Context: an optimization exercise on an open-source flow, tuned for small area, a short achievable clock period and few clock cycles per item. The choices shown serve that exercise and are no tape-out recipe.
RTL that was checked went through simulation tests only; none was proved equivalent to the original.

Setup of ember:
Design kiln_pe, start of the top module:
module kiln_pe (
    input  wire        clk,
    input  wire        rst,           
    input  wire        in_valid,      
    input  wire        in_first,      
    input  wire        in_last,       
    input  wire [3:0]  fmt_a,
    input  wire [3:0]  fmt_b,
    input  wire [15:0] a,
    input  wire [15:0] b,
    input  wire [7:0]  scale_a,
    input  wire [7:0]  scale_b,
    input  wire [31:0] in_init,       
    output reg         out_valid,
    output wire [31:0] out_acc,
    output wire        out_knv,       
    output wire        out_kof,       
    output wire        out_iov        
);
For scale: ~7300 cells after synthesis, about 130 I/O pins, about 0.036 sq mm of cells after synthesis.
Settings: LEC_CHECK=0, ABC_AREA=1, CAP_MARGIN=20, CORE_MARGIN=2, CORE_UTILIZATION=40, SLEW_MARGIN=20; clock period 32.0 ns.
standard.sh (not shown) runs the stock make flow with config.mk's settings and CLKGATE_MAP_FILE= SYNTH_SCRIPT=/design/flow/synth_recipe.tcl, a recipe that flattens the netlist after the stock synthesis.
==> flow/flow/run.sh <==
#!/bin/bash
# The standard layout, with adders left to ABC (no full-adder cells), buf_4
# port buffers, and timing repair aiming for 24 ns of setup slack.
set -euo pipefail
bash standard.sh ADDER_MAP_FILE= SETUP_SLACK_MARGIN=24 'BUFFER_PORTS_ARGS=-buffer_cell sky130_fd_sc_hd__buf_4' finish > standard.log 2>&1
Testbench counts of ember, summed over its fixed seeds: cycles 19,387, steps 19,363.
The inputs of tundra differ from those of ember as listed below.
==> flow/flow/run.sh <==
#!/bin/bash
# The standard layout with these changes: SETUP_SLACK_MARGIN=23 'BUFFER_PORTS_ARGS=-buffer_cell sky130_fd_sc_hd__buf_2'
set -euo pipefail
bash standard.sh SETUP_SLACK_MARGIN=23 'BUFFER_PORTS_ARGS=-buffer_cell sky130_fd_sc_hd__buf_2' finish > standard.log 2>&1
--- outcome ---
tundra ended up with q_e[3]$_SDFF_PN0_ as its worst setup path endpoint; ember ended up with acc[3]$_DFF_P_.
tundra vs. ember: TritonCTS sink count essentially unchanged, area of the core decreased 10%, relative area of clock buffers and inverters in the final design increased 0.64 points.
Modified inputs, yarrow compared to tundra
==> flow/flow/run.sh <==
#!/bin/bash
# The standard layout, with timing repair aiming for 23 ns of setup slack.
set -euo pipefail
bash standard.sh SETUP_SLACK_MARGIN=23 finish > standard.log 2>&1
Findings:
- Global-route usage sits lower in yarrow than in tundra.
- On highest cell delay on the worst timing path, tundra tracks yarrow almost exactly.
- Maximum number of pins on one net before global-route repair (yarrow / tundra): 1.3
- yarrow and tundra ended up with nearly the same post-CTS clock slew at the launch and capture registers of the worst setup and hold paths.
- yarrow vs. tundra: number of vias per cell stayed essentially flat; count of hold-fix buffers inserted at cts essentially unchanged; final cell count flat.

---

kiln_pe, a different RTL version from the one above (not shown whole).
Size in the first run: ~5300 cells after synthesis, roughly 32000 um2 of cells after synthesis.
clock: 32.0 ns
lec_check: 0
abc_area: 1
cap_margin: 20
core_margin: 2
core_utilization: 40
slew_margin: 20
run.sh (not shown) runs the stock make flow with config.mk's settings and CLKGATE_MAP_FILE= SYNTH_SCRIPT=/design/flow/synth_recipe.tcl, a recipe that flattens the netlist after the stock synthesis.
Stock flow here: none of the scripts above is used.
Change:
==> flow/flow/run.sh (new file) <==
#!/bin/bash
# The standard layout, with timing repair aiming for 23 ns of setup slack.
set -euo pipefail
bash standard.sh SETUP_SLACK_MARGIN=23 finish > standard.log 2>&1
==> flow/standard.sh (new file) <==
#!/bin/bash
# synth_recipe.tcl (not shown) runs the flow's synth.tcl, then flattens the netlist and writes it again
# the make line also repeats each setting of config.mk as NAME=value (left out here)
make -C /OpenROAD-flow-scripts/flow DESIGN_CONFIG=/design/flow/config.mk WORK_HOME=/design/flow/orfs CLKGATE_MAP_FILE= SYNTH_SCRIPT=/design/flow/synth_recipe.tcl "${@:-finish}"
removed: flow/run.sh
Effect: Utilization grows by 5.7 points; setup slack gets better by 3200 ps; count of clock-buffer cells in the layout does not change; design area came out higher by 13%; first-iteration DRC count is higher by 16%; die area does not change.
Change:
==> flow/flow/run.sh (replaced) <==
#!/bin/bash
# The standard layout, with timing repair aiming for 21 ns of setup slack.
set -euo pipefail
bash standard.sh SETUP_SLACK_MARGIN=21 finish > standard.log 2>&1
What happened:
- count of clock-buffer cells in the layout stays the same
- die area stays the same
- wire length is lower by 4.7%
Change:
==> flow/flow/run.sh (replaced) <==
#!/bin/bash
# The standard layout, with timing repair aiming for 23 ns of setup slack.
set -euo pipefail
bash standard.sh SETUP_SLACK_MARGIN=23 finish > standard.log 2>&1
ABC_AREA = not set   (was 1)
Effect:
- The changed run produced a clean layout
- routed wire length went up by 13%
- register-to-register slack gains 670 ps
- die area went up by 5.6%
- worst setup slack gains 670 ps
- final area went up by 21%
No run of this note included a check of the RTL's function; only the layout flow was run.

---

Setup of oak:
Another version of the RTL of kiln_pe (not shown whole).
Size: ~5500 cells after synthesis, ~130 I/O pins.
export LEC_CHECK = 0
export ABC_AREA = 1
export CAP_MARGIN = 20
export CORE_MARGIN = 2
export CORE_UTILIZATION = 40
export SLEW_MARGIN = 20
create_clock -name core_clock -period 32.0 [get_ports {clk}]
standard.sh (not shown) runs the stock make flow with config.mk's settings and CLKGATE_MAP_FILE= SYNTH_SCRIPT=/design/flow/synth_recipe.tcl, a recipe that flattens the netlist after the stock synthesis.
==> flow/flow/run.sh <==
#!/bin/bash
# The standard layout, with buf_4 port buffers and timing repair aiming
# for 24 ns of setup slack.
set -euo pipefail
bash standard.sh SETUP_SLACK_MARGIN=24 'BUFFER_PORTS_ARGS=-buffer_cell sky130_fd_sc_hd__buf_4' finish > standard.log 2>&1
diff inputs: oak => pine
==> flow/flow/run.sh <==
#!/bin/bash
# The standard layout, with timing repair aiming for 23 ns of setup slack.
set -euo pipefail
bash standard.sh SETUP_SLACK_MARGIN=23 finish > standard.log 2>&1
==> run notes <==
Looking at the reports, pine completed the entire flow and the layout it produced met the timing, design-rule and antenna checks.
Compared pine vs oak, and total number of vias is down in pine.
Against oak, total half-perimeter wirelength after legalization and detailed placement in pine came out better.
pine vs oak: total of cells resized after clock tree synthesis down in pine
Diff oak -> pine | wire length | decrease of 7.3%
Compared with oak, pine shows a design area that is 11% lower.
There was hardly any difference in last weighted congestion value of the routability-driven placer between pine and oak.
Function was not checked in any run of this note: the RTL went through the layout flow alone.

==> afterwards: timing with drivers on the ports <==
In the flow no input, the clock included, has a driving cell. The finished layouts below were timed again as built, in two steps. Step 1, drivers: a clkbuf_16 drives clk and a buf_2 each remaining input, both assumed. Step 2 adds t to the input delays and takes it off the output delays; t is the mean of the earliest and latest rising clock arrival at the registers after step 1. Input paths then give back, and output paths get back, about the clock's delay inside the block. Slacks: ideal / step 1 / step 2; pairs: ideal / step 1.
run	t, ns	setup slack, ns	worst setup path at the end	worst slew at a driven data input, ns	cell pins on the clock port's net
ember	0.626	24.429 / 24.429 / 24.429	register to register	0.07	1
tundra	0.627	23.411 / 23.411 / 23.411	register to register	0.09	1
yarrow	0.621	23.370 / 23.370 / 23.370	register to register	0.09	1
the first run of note 2	0.633	19.723 / 19.723 / 19.723	register to register	0.10	1
the second run of note 2	0.636	22.946 / 22.946 / 22.946	register to register	0.11	1
the third run of note 2	0.635	21.670 / 21.670 / 21.670	register to register	0.10	1
the fourth run of note 2	0.649	22.341 / 22.341 / 22.341	register to register	0.06	1
oak	0.595	23.728 / 23.727 / 23.133	input to register	0.07	1
pine	0.617	23.125 / 23.149 / 22.532	input to register	0.10	1
After both steps every run listed still meets setup and hold. The setup slack of oak, which loses most, moves by -0.001 ns with the drivers and by -0.595 ns with both steps.
